This design comes from an exercise in tuning for small area, a short achievable clock period and few clock cycles on the open sky130 flow, not from production work.
At most, simulation tests tie the RTL to the original design; equivalence was not proved.
Power is estimated from default activity; no workload was simulated.

==> module bx8_quant, before the edit <==
module bx8_quant (
    input  wire        clk,
    input  wire        rst,         
    input  wire        in_valid,
    output wire        in_ready,
    input  wire [31:0] in_data,     
    input  wire [1:0]  in_fmt,      
    input  wire        in_given,    
    input  wire [7:0]  in_scale,    
    output wire        out_valid,
    input  wire        out_ready,
    output wire [7:0]  out_code,    
    output wire [7:0]  out_bx8,     
    output wire        out_last,    
    output wire [3:0]  out_flags    
);
    localparam integer N  = 67;     
    localparam integer RP = 64;     
    localparam integer W  = 15;     
    function [6:0] inc7(input [6:0] x);
        reg c; integer i;
        begin
            c = 1'b1;
            for (i = 0; i < 7; i = i + 1) begin inc7[i] = x[i] ^ c; c = c & x[i]; end
        end
    endfunction
    function [6:0] dec7(input [6:0] x);
        reg b; integer i;
        begin
            b = 1'b1;
            for (i = 0; i < 7; i = i + 1) begin dec7[i] = x[i] ^ b; b = b & ~x[i]; end
        end
    endfunction
    reg        in_ready_r;
    reg [5:0]  aidx;               
    reg        rin_v, rin_first, rin_last, rin_last_d;
    reg [31:0] rin_d;              
    reg [1:0]  fmt_l;              
    reg        giv_l;
    reg [7:0]  scl_l;
    assign in_ready = in_ready_r;
    wire fire = in_valid & in_ready_r;
    always @(posedge clk) begin
        rin_d <= in_data;
        if (fire & (aidx == 6'd0)) begin
            fmt_l <= in_fmt;
            giv_l <= in_given;
            scl_l <= in_scale;
        end
    end
    reg  [W*N-1:0] ring;
    wire [W-1:0]   comp;
    bx8_compress u_comp (.x(rin_d), .w(comp));
    always @(posedge clk)
        ring <= {ring[W*(N-1)-1:0], rin_v ? comp : ring[W*N-1 -: W]};
    reg [8:0]  key_run;            
    reg        nf_l;               
    wire [8:0] key_x;
    bx8_scale_key u_key (.x(rin_d[30:0]), .fmt(fmt_l), .key(key_x));
    wire       nf_x      = &rin_d[30:23];
    wire [8:0] key_run_n = (rin_first || key_x > key_run) ? key_x : key_run;
    wire       nf_n      = nf_x | (nf_l & ~rin_first);
    always @(posedge clk) begin
        if (rin_v) begin
            key_run <= key_run_n;
            nf_l    <= nf_n;
        end
    end
    reg        wp;                 
    reg        rb;                 
    reg [1:0]  nrdy;               
    reg [8:0]  p0_key, p1_key;     
    reg        p0_giv, p1_giv;
    reg [1:0]  p0_fmt, p1_fmt;
    reg        p0_nf, p1_nf;
    wire [8:0] key_blk = giv_l ? {1'b0, scl_l} : key_run_n;
    always @(posedge clk) begin
        if (rin_last & ~wp) begin
            p0_key <= key_blk;
            p0_giv <= giv_l;
            p0_fmt <= fmt_l;
            p0_nf  <= nf_n;
        end
        if (rin_last & wp) begin
            p1_key <= key_blk;
            p1_giv <= giv_l;
            p1_fmt <= fmt_l;
            p1_nf  <= nf_n;
        end
    end
    wire [7:0] e_auto0, e_auto1;
    bx8_choose_scale u_sc0 (.key(p0_key), .fmt(p0_fmt), .bx8(e_auto0));
    bx8_choose_scale u_sc1 (.key(p1_key), .fmt(p1_fmt), .bx8(e_auto1));
    wire [7:0] e0 = p0_giv ? p0_key[7:0] : e_auto0;
    wire [7:0] e1 = p1_giv ? p1_key[7:0] : e_auto1;
    wire [7:0] rb_e   = rb ? e1 : e0;
    wire [1:0] rb_fmt = rb ? p1_fmt : p0_fmt;
    wire       rb_nf  = rb ? p1_nf : p0_nf;
    reg [6:0]  wd;                 
    reg [6:0]  cnt;                
    wire [6:0] cnt_p = inc7(cnt);
    wire [6:0] cnt_m = dec7(cnt);
    wire [6:0] aidx_x = inc7({1'b0, aidx});
    wire [5:0] aidx_p = aidx_x[5:0];
    reg [2:0]  facc;               
    reg        ov;
    reg [7:0]  o_code, o_bx8;
    reg        o_last;
    reg [3:0]  o_flags;
    wire [6:0] wd_m  = (wd == 7'd0) ? N - 1 : dec7(wd);
    wire       ralign = (cnt == wd_m) | ((cnt == N) & (wd == 7'd1));
    wire rcan    = ralign & (nrdy != 2'd0);
    wire oload   = ~ov | out_ready;
    wire rd      = rcan & oload;
    wire rd_last = (cnt[5:0] == aidx_p);
    wire bdone   = rd & rd_last;
    wire       rb_n = bdone ? ~rb : rb;
    wire [9:0] k0   = {2'd0, e0} - ((p0_fmt == 2'd1) ? 10'd0 : (p0_fmt == 2'd3) ? 10'd14 : 10'd6);
    wire [9:0] k1   = {2'd0, e1} - ((p1_fmt == 2'd1) ? 10'd0 : (p1_fmt == 2'd3) ? 10'd14 : 10'd6);
    reg  [9:0] kc;
    always @(posedge clk)
        kc <= rb_n ? k1 : k0;
    wire [W-1:0] rword = ring[W*RP +: W];
    wire [7:0] el_code;
    wire       el_inx, el_unf, el_sat;
    bx8_elem_round u_round (
        .w(rword), .k(kc), .fmt(rb_fmt),
        .code(el_code), .inexact(el_inx), .underflow(el_unf), .saturate(el_sat)
    );
    wire [2:0] el_fl = {el_sat, el_unf, el_inx};
    wire [6:0] cnt_n = fire ? (rd ? cnt : cnt_p) : (rd ? cnt_m : cnt);
    wire       lt0   = (cnt < N);           
    wire       lt1   = (cnt < N - 1);
    wire       ok_n  = fire ? (rd ? lt0 : lt1) : (rd | lt0);
    wire [1:0] nrdy_p = {nrdy[1] ^ nrdy[0], ~nrdy[0]};
    wire [1:0] nrdy_m = {nrdy[1] ^ ~nrdy[0], ~nrdy[0]};
    always @(posedge clk) begin
        if (rst) begin
            in_ready_r <= 1'b1;
            aidx       <= 6'd0;
            rin_v      <= 1'b0;
            rin_first  <= 1'b0;
            rin_last   <= 1'b0;
            rin_last_d <= 1'b0;
            wd         <= 7'd0;
            cnt        <= 7'd0;
            wp         <= 1'b0;
            rb         <= 1'b0;
            nrdy       <= 2'd0;
            facc       <= 3'd0;
            ov         <= 1'b0;
        end else begin
            rin_v      <= fire;
            rin_first  <= fire & (aidx == 6'd0);
            rin_last   <= fire & (aidx == 6'd63);
            rin_last_d <= rin_last;
            if (fire)
                aidx <= aidx_p;
            wd         <= fire ? 7'd0 : (wd == 7'd0) ? N - 1 : dec7(wd);
            cnt        <= cnt_n;
            in_ready_r <= (fire | (wd == 7'd1)) & ok_n;
            if (rin_last)
                wp <= ~wp;
            if (bdone)
                rb <= ~rb;
            nrdy <= rin_last_d ? (bdone ? nrdy : nrdy_p) : (bdone ? nrdy_m : nrdy);
            if (oload & rcan)
                facc <= rd_last ? 3'd0 : (facc | el_fl);
            if (oload)
                ov <= rcan;
        end
    end
    always @(posedge clk) begin
        if (oload) begin
            o_code  <= rb_nf ? ((rb_fmt == 2'd1) ? 8'h00 : 8'h80) : el_code;
            o_bx8   <= rb_nf ? 8'hFF : rb_e;
            o_last  <= rd_last;
            o_flags <= rb_nf ? 4'b1000 : {1'b0, facc | el_fl};
        end
    end
    assign out_valid = ov;
    assign out_code  = o_code;
    assign out_bx8   = o_bx8;
    assign out_last  = o_last;
    assign out_flags = o_flags;
endmodule
Settings: LEC_CHECK=0, CAP_MARGIN=20, CORE_MARGIN=2, CORE_UTILIZATION=67, CTS_CLUSTER_DIAMETER=64, CTS_CLUSTER_SIZE=32, PLACE_DENSITY=0.8, SLEW_MARGIN=20; clock period 25.0 ns.
standard.sh (not shown) runs the stock make flow with config.mk's settings and CLKGATE_MAP_FILE= SYNTH_SCRIPT=/design/flow/synth_recipe.tcl, a recipe that flattens the netlist after the stock synthesis.
==> flow/flow/run.sh <==
#!/bin/bash
# The standard layout, with these changes:
# - the port buffers are made from buf_4 cells instead of the resizer's
#   default pick (a delay cell), and after global placement the data-input
#   ones, which drive one flip-flop each, become buf_1 (flow/small_inbuf.tcl);
# - the resizer's timing repair is asked to keep extra setup slack, so that
#   it also works on paths that meet the clock period already.
set -euo pipefail
export BUFFER_PORTS_ARGS="-buffer_cell sky130_fd_sc_hd__buf_4"
export POST_GLOBAL_PLACE_TCL="$(pwd)/flow/small_inbuf.tcl"
export SETUP_SLACK_MARGIN=18.9
bash standard.sh > standard.log 2>&1
==> flow/flow/small_inbuf.tcl <==
# After global placement: the port buffers of the data inputs, which each
# drive a single flip-flop, are made buf_1 instead of buf_4. The handshake
# and reset inputs keep theirs. The resizer's later repair still sizes any
# of them up if timing needs it.
set n_small 0
foreach inst [get_cells input*] {
  if { [get_property $inst ref_name] != "sky130_fd_sc_hd__buf_4" } { continue }
  set a [get_pins -of_objects $inst -filter "direction == input"]
  set net [get_full_name [get_nets -of_objects $a]]
  if { [regexp {^(in_data|in_fmt|in_given|in_scale)} $net] } {
    replace_cell $inst sky130_fd_sc_hd__buf_1
    incr n_small
  }
}
puts "small_inbuf: $n_small input buffers made buf_1"
Testbench counts at the start, summed over its fixed seeds: cycles 16,920.
Then changed:
--- a/flow/design.v
+++ b/flow/design.v
@@ -185,34 +185,28 @@
         end
     end
     reg        wp;                 
     reg        rb;                 
     reg [1:0]  nrdy;               
-    reg [8:0]  p0_key, p1_key;     
-    reg        p0_giv, p1_giv;
+    reg [7:0]  e0, e1;             
     reg [1:0]  p0_fmt, p1_fmt;
     reg        p0_nf, p1_nf;
-    wire [8:0] key_blk = giv_l ? {1'b0, scl_l} : key_run_n;
+    wire [7:0] e_auto;
+    bx8_choose_scale u_sc (.key(key_run_n), .fmt(fmt_l), .bx8(e_auto));
+    wire [7:0] e_blk = nf_n ? 8'hFF : giv_l ? scl_l : e_auto;
     always @(posedge clk) begin
         if (rin_last & ~wp) begin
-            p0_key <= key_blk;
-            p0_giv <= giv_l;
+            e0     <= e_blk;
             p0_fmt <= fmt_l;
             p0_nf  <= nf_n;
         end
         if (rin_last & wp) begin
-            p1_key <= key_blk;
-            p1_giv <= giv_l;
+            e1     <= e_blk;
             p1_fmt <= fmt_l;
             p1_nf  <= nf_n;
         end
     end
-    wire [7:0] e_auto0, e_auto1;
-    bx8_choose_scale u_sc0 (.key(p0_key), .fmt(p0_fmt), .bx8(e_auto0));
-    bx8_choose_scale u_sc1 (.key(p1_key), .fmt(p1_fmt), .bx8(e_auto1));
-    wire [7:0] e0 = p0_giv ? p0_key[7:0] : e_auto0;
-    wire [7:0] e1 = p1_giv ? p1_key[7:0] : e_auto1;
     wire [7:0] rb_e   = rb ? e1 : e0;
     wire [1:0] rb_fmt = rb ? p1_fmt : p0_fmt;
     wire       rb_nf  = rb ? p1_nf : p0_nf;
     reg [6:0]  wd;                 
     reg [6:0]  cnt;                
@@ -289,11 +283,11 @@
         end
     end
     always @(posedge clk) begin
         if (oload) begin
             o_code  <= rb_nf ? ((rb_fmt == 2'd1) ? 8'h00 : 8'h80) : el_code;
-            o_bx8   <= rb_nf ? 8'hFF : rb_e;
+            o_bx8   <= rb_e;
             o_last  <= rd_last;
             o_flags <= rb_nf ? 4'b1000 : {1'b0, facc | el_fl};
         end
     end
     assign out_valid = ov;
The new run ran to the end with no violations.
Clock power falls by about 0.6%.
Critical path depth stays the same.
Area after synthesis decreases by 0.94%.
First-iteration DRC count grows by 6.9%.
Power rises by 1.3%.
Final area is lower by 0.40%.
Testbench counts after the change, summed over its fixed seeds: cycles 16,920.

========
bx8_quant, a different RTL version from the one above (not shown whole).
Size in the first run: about 1200 flip-flops, ~70 I/O pins.
==> flow/config.mk <==
export PLATFORM = sky130hd
export DESIGN_NAME = bx8_quant
export DESIGN_NICKNAME = bx8_quant
export VERILOG_FILES = /design/flow/design.v
export SDC_FILE = /design/flow/constraint.sdc
export NUM_CORES = 4
export LEC_CHECK = 0
export CAP_MARGIN = 20
export CORE_MARGIN = 2
export CORE_UTILIZATION = 67
export CTS_CLUSTER_DIAMETER = 64
export CTS_CLUSTER_SIZE = 32
export PLACE_DENSITY = 0.8
export SLEW_MARGIN = 20
==> flow/constraint.sdc <==
create_clock -name core_clock -period 25.0 [get_ports {clk}]
set_input_delay 5.0000 -clock core_clock [delete_from_list [all_inputs] [get_ports {clk}]]
set_output_delay 5.0000 -clock core_clock [all_outputs]
set_load 0.01 [all_outputs]
==> flow/flow/run.sh <==
#!/bin/bash
# The standard layout, with two changes:
# - the port buffers come from flow/ports.tcl (buf_2 on inputs, buf_4 on
#   outputs) instead of the resizer's default pick, a delay cell;
# - the resizer's timing repair is asked to keep extra setup slack, so that
#   it also works on paths that meet the clock period already.
set -euo pipefail
export DONT_BUFFER_PORTS=1
export PRE_GLOBAL_PLACE_TCL="$(pwd)/flow/ports.tcl"
export SETUP_SLACK_MARGIN=18.9
bash standard.sh > standard.log 2>&1
==> flow/flow/ports.tcl <==
# Port buffers (run before global placement in place of ORFS's buffer_ports):
# small buffers on the inputs, which each drive one or two gates, and
# stronger ones on the outputs, which drive the pin load.
buffer_ports -inputs -buffer_cell sky130_fd_sc_hd__buf_2
buffer_ports -outputs -buffer_cell sky130_fd_sc_hd__buf_4
The first run ran to the end with no violations.
Next try:
--- a/flow/design.v
+++ b/flow/design.v
@@ -282,33 +282,23 @@
             if (bdone)
                 rb <= ~rb;
             nrdy <= rin_last_d ? (bdone ? nrdy : nrdy_p) : (bdone ? nrdy_m : nrdy);
             if (oload & rcan)
                 facc <= rd_last ? 3'd0 : (facc | el_fl);
             if (oload)
                 ov <= rcan;
         end
     end
-    reg  [7:0] oh_code, oh_bx8;
-    reg        oh_last;
-    reg  [3:0] oh_flags;
-    wire [7:0] on_code  = rb_nf ? ((rb_fmt == 2'd1) ? 8'h00 : 8'h80) : el_code;
-    wire [7:0] on_bx8   = rb_nf ? 8'hFF : rb_e;
-    wire [3:0] on_flags = rb_nf ? 4'b1000 : {1'b0, facc | el_fl};
     always @(posedge clk) begin
-        o_code  <= oload ? on_code  : ~oh_code;
-        o_bx8   <= oload ? on_bx8   : ~oh_bx8;
-        o_last  <= oload ? rd_last  : ~oh_last;
-        o_flags <= oload ? on_flags : ~oh_flags;
         if (oload) begin
-            oh_code  <= ~on_code;
-            oh_bx8   <= ~on_bx8;
-            oh_last  <= ~rd_last;
-            oh_flags <= ~on_flags;
+            o_code  <= rb_nf ? ((rb_fmt == 2'd1) ? 8'h00 : 8'h80) : el_code;
+            o_bx8   <= rb_nf ? 8'hFF : rb_e;
+            o_last  <= rd_last;
+            o_flags <= rb_nf ? 4'b1000 : {1'b0, facc | el_fl};
         end
     end
     assign out_valid = ov;
     assign out_code  = o_code;
     assign out_bx8   = o_bx8;
     assign out_last  = o_last;
     assign out_flags = o_flags;
 endmodule
Total power came out lower slightly.
Global-route usage came out higher by 2.8 points.
Combinational power came out higher by a little under a tenth.
Worst setup slack gets worse by 0.059 ns.
Flip-flop and latch count came out lower by 21.
Cell area came out lower slightly.
Fmax came out lower slightly.
Area after synthesis came out lower slightly.
Sequential share of layout area stays flat.
Die area came out lower slightly.
Routed wire length came out higher by a little under a tenth.
Final cell count came out lower by a few percent.
Via count stays flat.
Testbench counts after the change, summed over its fixed seeds: cycles 16,920.
Function not checked in the first run of this note: the RTL went through the layout flow alone.

========
oak:
The RTL this note starts from:
==> flow/design.v <==
module bx8_compress (
    input  wire [31:0] x,
    output wire [14:0] w
);
    wire [7:0]  ex  = x[30:23];
    wire        nrm = (ex != 8'd0);
    wire [23:0] sig = {nrm, x[22:0]};
    reg [23:0] pre;
    integer i;
    always @* begin
        pre[23] = sig[23];
        for (i = 22; i >= 0; i = i - 1)
            pre[i] = pre[i+1] | sig[i];
    end
    reg [4:0] lz;
    always @* begin
        lz = 5'd0;
        for (i = 0; i < 24; i = i + 1)
            if (sig[i]) lz = 5'd23 - i[4:0];
    end
    wire [23:0] ss = sig << lz;           
    wire [8:0]  e9 = nrm ? {1'b0, ex} : pre[0] ? (9'd1 - {4'd0, lz}) : 9'h1E1;
    wire [3:0]  fk = ss[22:19];
    wire        st = |(sig[18:0] & pre[23:5]);    
    assign w = {x[31], e9, fk, st};
endmodule
module bx8_elem_round (
    input  wire [14:0] w,
    input  wire [9:0]  k,
    input  wire [1:0]  fmt,
    output wire [7:0]  code,
    output wire        inexact,
    output wire        underflow,
    output wire        saturate
);
    wire       s    = w[14];
    wire [8:0] e9   = w[13:5];
    wire [3:0] f    = w[4:1];
    wire       st   = w[0];
    wire       zero = (e9 == 9'h1E1);
    wire       fj4  = (fmt == 2'd1);
    wire       fj8g = (fmt == 2'd3);
    wire [9:0] d    = {e9[8], e9} - k;            
    wire       tiny = d[9];
    reg  [2:0] t;
    always @* begin
        if (!tiny)
            t = 3'd0;
        else if (d[8:3] != 6'h3F)
            t = 3'd6;
        else case (d[2:0])
            3'd7:    t = 3'd1;
            3'd6:    t = 3'd2;
            3'd5:    t = 3'd3;
            3'd4:    t = 3'd4;
            3'd3:    t = 3'd5;
            default: t = 3'd6;
        endcase
    end
    reg [4:0] ext;
    reg       sx;
    always @* begin
        if (fj4)       begin ext = {3'b001, f[3:2]};  sx = f[1] | f[0] | st; end
        else if (fj8g) begin ext = {2'b01, f[3:1]};   sx = f[0] | st;        end
        else           begin ext = {1'b1, f};         sx = st;               end
    end
    wire [10:0] sh      = {ext, 6'd0} >> t;
    wire [3:0]  kept    = sh[10:7];
    wire        rnd     = sh[6];
    wire        stk     = sx | (|sh[5:0]);
    wire [4:0]  rounded = {1'b0, kept} + {4'd0, rnd & (stk | kept[0])};
    reg [6:0] bsh;
    reg       big;
    always @* begin
        if (fj4)       begin bsh = {4'd0, d[1:0], 1'b0}; big = (d[8:2] != 7'd0); end
        else if (fj8g) begin bsh = {d[4:0], 2'b0};       big = (d[8:5] != 4'd0); end
        else           begin bsh = {d[3:0], 3'b0};       big = (d[8:4] != 5'd0); end
        if (tiny) begin bsh = 7'd0; big = 1'b0; end
    end
    wire [7:0] cmag = {1'b0, bsh} + {3'd0, rounded};
    wire       sat  = big | (fj4 ? (cmag[7:3] != 5'd0) : cmag[7]);
    wire [6:0] mag  = sat ? (fj4 ? 7'h07 : 7'h7F) : cmag[6:0];
    assign code      = (zero || mag == 7'd0) ? 8'h00
                     : fj4 ? {4'h0, s, mag[2:0]} : {s, mag};
    assign inexact   = !zero & (rnd | stk | sat);
    assign underflow = !zero & tiny & (rnd | stk);
    assign saturate  = !zero & sat;
endmodule
module bx8_scale_key (
    input  wire [30:0] x,
    input  wire [1:0]  fmt,
    output reg  [8:0]  key
);
    wire [22:0] f = x[22:0];
    always @* begin
        case (fmt)
            2'd1:    key = {x[30:23], f[22] & (|f[21:0])};
            2'd3:    key = {x[30:23], (&f[22:21]) & (|f[20:0])};
            default: key = {x[30:23], (&f[22:20]) & (|f[19:0])};
        endcase
    end
endmodule
module bx8_choose_scale (
    input  wire [8:0]  key,
    input  wire [1:0]  fmt,
    output wire [7:0]  bx8
);
    reg [4:0] c;                   
    always @* begin
        case (fmt)
            2'd1:    c = key[0] ? 5'd1  : 5'd2;
            2'd3:    c = key[0] ? 5'd15 : 5'd16;
            default: c = key[0] ? 5'd7  : 5'd8;
        endcase
    end
    wire [8:0] t = {1'b0, key[8:1]} - {4'd0, c};
    assign bx8 = t[8] ? 8'h00 : t[7:0];
endmodule
module bx8_quant (
    input  wire        clk,
    input  wire        rst,         
    input  wire        in_valid,
    output wire        in_ready,
    input  wire [31:0] in_data,     
    input  wire [1:0]  in_fmt,      
    input  wire        in_given,    
    input  wire [7:0]  in_scale,    
    output wire        out_valid,
    input  wire        out_ready,
    output wire [7:0]  out_code,    
    output wire [7:0]  out_bx8,     
    output wire        out_last,    
    output wire [3:0]  out_flags    
);
    localparam integer N  = 67;     
    localparam integer RP = 64;     
    localparam integer W  = 15;     
    function [6:0] inc7(input [6:0] x);
        reg c; integer i;
        begin
            c = 1'b1;
            for (i = 0; i < 7; i = i + 1) begin inc7[i] = x[i] ^ c; c = c & x[i]; end
        end
    endfunction
    function [6:0] dec7(input [6:0] x);
        reg b; integer i;
        begin
            b = 1'b1;
            for (i = 0; i < 7; i = i + 1) begin dec7[i] = x[i] ^ b; b = b & ~x[i]; end
        end
    endfunction
    reg        in_ready_r;
    reg [5:0]  aidx;               
    reg        rin_v, rin_first, rin_last, rin_last_d;
    reg [31:0] rin_d;              
    reg [1:0]  fmt_l;              
    reg        giv_l;
    reg [7:0]  scl_l;
    assign in_ready = in_ready_r;
    wire fire = in_valid & in_ready_r;
    always @(posedge clk) begin
        rin_d <= in_data;
        if (fire & (aidx == 6'd0)) begin
            fmt_l <= in_fmt;
            giv_l <= in_given;
            scl_l <= in_scale;
        end
    end
    reg  [W*N-1:0] ring;
    wire [W-1:0]   comp;
    bx8_compress u_comp (.x(rin_d), .w(comp));
    always @(posedge clk)
        ring <= {ring[W*(N-1)-1:0], rin_v ? comp : ring[W*N-1 -: W]};
    reg [8:0]  key_run;            
    reg        nf_l;               
    wire [8:0] key_x;
    bx8_scale_key u_key (.x(rin_d[30:0]), .fmt(fmt_l), .key(key_x));
    wire       nf_x      = &rin_d[30:23];
    wire [8:0] key_run_n = (rin_first || key_x > key_run) ? key_x : key_run;
    wire       nf_n      = nf_x | (nf_l & ~rin_first);
    always @(posedge clk) begin
        if (rin_v) begin
            key_run <= key_run_n;
            nf_l    <= nf_n;
        end
    end
    reg        wp;                 
    reg        rb;                 
    reg [1:0]  nrdy;               
    reg [7:0]  e0, e1;             
    reg [1:0]  p0_fmt, p1_fmt;
    reg        p0_nf, p1_nf;
    wire [7:0] e_auto;
    bx8_choose_scale u_sc (.key(key_run_n), .fmt(fmt_l), .bx8(e_auto));
    wire [7:0] e_blk = nf_n ? 8'hFF : giv_l ? scl_l : e_auto;
    always @(posedge clk) begin
        if (rin_last & ~wp) begin
            e0     <= e_blk;
            p0_fmt <= fmt_l;
            p0_nf  <= nf_n;
        end
        if (rin_last & wp) begin
            e1     <= e_blk;
            p1_fmt <= fmt_l;
            p1_nf  <= nf_n;
        end
    end
    wire [7:0] rb_e   = rb ? e1 : e0;
    wire [1:0] rb_fmt = rb ? p1_fmt : p0_fmt;
    wire       rb_nf  = rb ? p1_nf : p0_nf;
    reg [6:0]  wd;                 
    reg [6:0]  cnt;                
    wire [6:0] cnt_p = inc7(cnt);
    wire [6:0] cnt_m = dec7(cnt);
    wire [6:0] aidx_x = inc7({1'b0, aidx});
    wire [5:0] aidx_p = aidx_x[5:0];
    reg [2:0]  facc;               
    reg        ov;
    reg [7:0]  o_code, o_bx8;
    reg        o_last;
    reg [3:0]  o_flags;
    wire [6:0] wd_m  = (wd == 7'd0) ? N - 1 : dec7(wd);
    wire       ralign = (cnt == wd_m) | ((cnt == N) & (wd == 7'd1));
    wire rcan    = ralign & (nrdy != 2'd0);
    wire oload   = ~ov | out_ready;
    wire rd      = rcan & oload;
    wire rd_last = (cnt[5:0] == aidx_p);
    wire bdone   = rd & rd_last;
    wire       rb_n = bdone ? ~rb : rb;
    wire [9:0] k0   = {2'd0, e0} - ((p0_fmt == 2'd1) ? 10'd0 : (p0_fmt == 2'd3) ? 10'd14 : 10'd6);
    wire [9:0] k1   = {2'd0, e1} - ((p1_fmt == 2'd1) ? 10'd0 : (p1_fmt == 2'd3) ? 10'd14 : 10'd6);
    reg  [9:0] kc;
    always @(posedge clk)
        kc <= rb_n ? k1 : k0;
    wire [W-1:0] rword = ring[W*RP +: W];
    wire [7:0] el_code;
    wire       el_inx, el_unf, el_sat;
    bx8_elem_round u_round (
        .w(rword), .k(kc), .fmt(rb_fmt),
        .code(el_code), .inexact(el_inx), .underflow(el_unf), .saturate(el_sat)
    );
    wire [2:0] el_fl = {el_sat, el_unf, el_inx};
    wire [6:0] cnt_n = fire ? (rd ? cnt : cnt_p) : (rd ? cnt_m : cnt);
    wire       lt0   = (cnt < N);           
    wire       lt1   = (cnt < N - 1);
    wire       ok_n  = fire ? (rd ? lt0 : lt1) : (rd | lt0);
    wire [1:0] nrdy_p = {nrdy[1] ^ nrdy[0], ~nrdy[0]};
    wire [1:0] nrdy_m = {nrdy[1] ^ ~nrdy[0], ~nrdy[0]};
    always @(posedge clk) begin
        if (rst) begin
            in_ready_r <= 1'b1;
            aidx       <= 6'd0;
            rin_v      <= 1'b0;
            rin_first  <= 1'b0;
            rin_last   <= 1'b0;
            rin_last_d <= 1'b0;
            wd         <= 7'd0;
            cnt        <= 7'd0;
            wp         <= 1'b0;
            rb         <= 1'b0;
            nrdy       <= 2'd0;
            facc       <= 3'd0;
            ov         <= 1'b0;
        end else begin
            rin_v      <= fire;
            rin_first  <= fire & (aidx == 6'd0);
            rin_last   <= fire & (aidx == 6'd63);
            rin_last_d <= rin_last;
            if (fire)
                aidx <= aidx_p;
            wd         <= fire ? 7'd0 : (wd == 7'd0) ? N - 1 : dec7(wd);
            cnt        <= cnt_n;
            in_ready_r <= (fire | (wd == 7'd1)) & ok_n;
            if (rin_last)
                wp <= ~wp;
            if (bdone)
                rb <= ~rb;
            nrdy <= rin_last_d ? (bdone ? nrdy : nrdy_p) : (bdone ? nrdy_m : nrdy);
            if (oload & rcan)
                facc <= rd_last ? 3'd0 : (facc | el_fl);
            if (oload)
                ov <= rcan;
        end
    end
    always @(posedge clk) begin
        if (oload) begin
            o_code  <= rb_nf ? ((rb_fmt == 2'd1) ? 8'h00 : 8'h80) : el_code;
            o_bx8   <= rb_e;
            o_last  <= rd_last;
            o_flags <= rb_nf ? 4'b1000 : {1'b0, facc | el_fl};
        end
    end
    assign out_valid = ov;
    assign out_code  = o_code;
    assign out_bx8   = o_bx8;
    assign out_last  = o_last;
    assign out_flags = o_flags;
endmodule
clock: 25.0 ns
lec_check: 0
cap_margin: 20
core_margin: 2
core_utilization: 67
cts_cluster_diameter: 64
cts_cluster_size: 32
place_density: 0.8
slew_margin: 20
==> flow/flow/run.sh <==
#!/bin/bash
# The standard layout, with the port buffers made from buf_4 cells instead of
# the resizer's default pick (a delay cell), and the resizer's timing repair
# asked to keep extra setup slack, so that it also works on paths that meet
# the clock period already.
set -euo pipefail
export BUFFER_PORTS_ARGS="-buffer_cell sky130_fd_sc_hd__buf_4"
export SETUP_SLACK_MARGIN=18.9
bash standard.sh > standard.log 2>&1
Testbench counts of oak, summed over its fixed seeds: cycles 16,920.
The following lists how cedar was set up differently from oak:
--- a/flow/design.v
+++ b/flow/design.v
@@ -188,22 +188,28 @@
     reg        rb;                 
     reg [1:0]  nrdy;               
-    reg [7:0]  e0, e1;             
+    reg [8:0]  p0_key, p1_key;     
+    reg        p0_giv, p1_giv;
     reg [1:0]  p0_fmt, p1_fmt;
     reg        p0_nf, p1_nf;
-    wire [7:0] e_auto;
-    bx8_choose_scale u_sc (.key(key_run_n), .fmt(fmt_l), .bx8(e_auto));
-    wire [7:0] e_blk = nf_n ? 8'hFF : giv_l ? scl_l : e_auto;
+    wire [8:0] key_blk = giv_l ? {1'b0, scl_l} : key_run_n;
     always @(posedge clk) begin
         if (rin_last & ~wp) begin
-            e0     <= e_blk;
+            p0_key <= key_blk;
+            p0_giv <= giv_l;
             p0_fmt <= fmt_l;
             p0_nf  <= nf_n;
         end
         if (rin_last & wp) begin
-            e1     <= e_blk;
+            p1_key <= key_blk;
+            p1_giv <= giv_l;
             p1_fmt <= fmt_l;
             p1_nf  <= nf_n;
         end
     end
+    wire [7:0] e_auto0, e_auto1;
+    bx8_choose_scale u_sc0 (.key(p0_key), .fmt(p0_fmt), .bx8(e_auto0));
+    bx8_choose_scale u_sc1 (.key(p1_key), .fmt(p1_fmt), .bx8(e_auto1));
+    wire [7:0] e0 = p0_giv ? p0_key[7:0] : e_auto0;
+    wire [7:0] e1 = p1_giv ? p1_key[7:0] : e_auto1;
     wire [7:0] rb_e   = rb ? e1 : e0;
     wire [1:0] rb_fmt = rb ? p1_fmt : p0_fmt;
@@ -283,10 +289,20 @@
         end
     end
+    reg  [7:0] oh_code, oh_bx8;
+    reg        oh_last;
+    reg  [3:0] oh_flags;
+    wire [7:0] on_code  = rb_nf ? ((rb_fmt == 2'd1) ? 8'h00 : 8'h80) : el_code;
+    wire [7:0] on_bx8   = rb_nf ? 8'hFF : rb_e;
+    wire [3:0] on_flags = rb_nf ? 4'b1000 : {1'b0, facc | el_fl};
     always @(posedge clk) begin
+        o_code  <= oload ? on_code  : ~oh_code;
+        o_bx8   <= oload ? on_bx8   : ~oh_bx8;
+        o_last  <= oload ? rd_last  : ~oh_last;
+        o_flags <= oload ? on_flags : ~oh_flags;
         if (oload) begin
-            o_code  <= rb_nf ? ((rb_fmt == 2'd1) ? 8'h00 : 8'h80) : el_code;
-            o_bx8   <= rb_e;
-            o_last  <= rd_last;
-            o_flags <= rb_nf ? 4'b1000 : {1'b0, facc | el_fl};
+            oh_code  <= ~on_code;
+            oh_bx8   <= ~on_bx8;
+            oh_last  <= ~rd_last;
+            oh_flags <= ~on_flags;
         end
     end
--- outcome ---
cedar ended up with sky130_fd_sc_hd__dfxtp_4 as its slowest stage cell on the critical path; oak ended up with sky130_fd_sc_hd__edfxtp_1.
Headroom to the max-slew limit delta (cedar − oak): unfavourable
Against oak, cedar comes in 710 µm lower on wire length.
cedar vs oak on count of state elements after synthesis: cedar is the higher one.
From oak to cedar the numbers moved as follows: sequential cell count went up, area of the die up 1100 µm².
For cedar, only the layout was checked, not whether the RTL still works.

==> re-timing with driven ports <==
In the flow no input, the clock included, has a driving cell. The finished layouts below were timed again as built, in two steps. Step 1: set_driving_cell puts a clkbuf_16 on clk and a buf_2 on each other input, an assumption about the parent block. Step 2 also shifts input and output timing later by t, the mid clock arrival at the registers, as if the neighbouring blocks saw the same clock. Three values: ideal, step 1, step 2; two values: the first two.
run	shift t [ns]	slack for setup (ns)	hold WS [ns]
the first run of note 1	0.672	18.804 / 18.748 / 18.304	0.322 / 0.322 / 0.322
the second run of note 1	0.663	18.796 / 18.742 / 18.352	0.309 / 0.309 / 0.309
the first run of note 2	0.659	18.959 / 18.906 / 18.335	0.316 / 0.316 / 0.316
the second run of note 2	0.669	18.900 / 18.839 / 18.423	0.328 / 0.328 / 0.328
oak	0.660	18.817 / 18.762 / 18.420	0.305 / 0.305 / 0.305
cedar	0.662	18.867 / 18.813 / 18.381	0.315 / 0.315 / 0.315
After both steps every run listed still meets setup and hold. For the first run of note 2, which loses most, drivers alone change the setup slack by -0.053 ns; drivers and shift together by -0.624 ns.
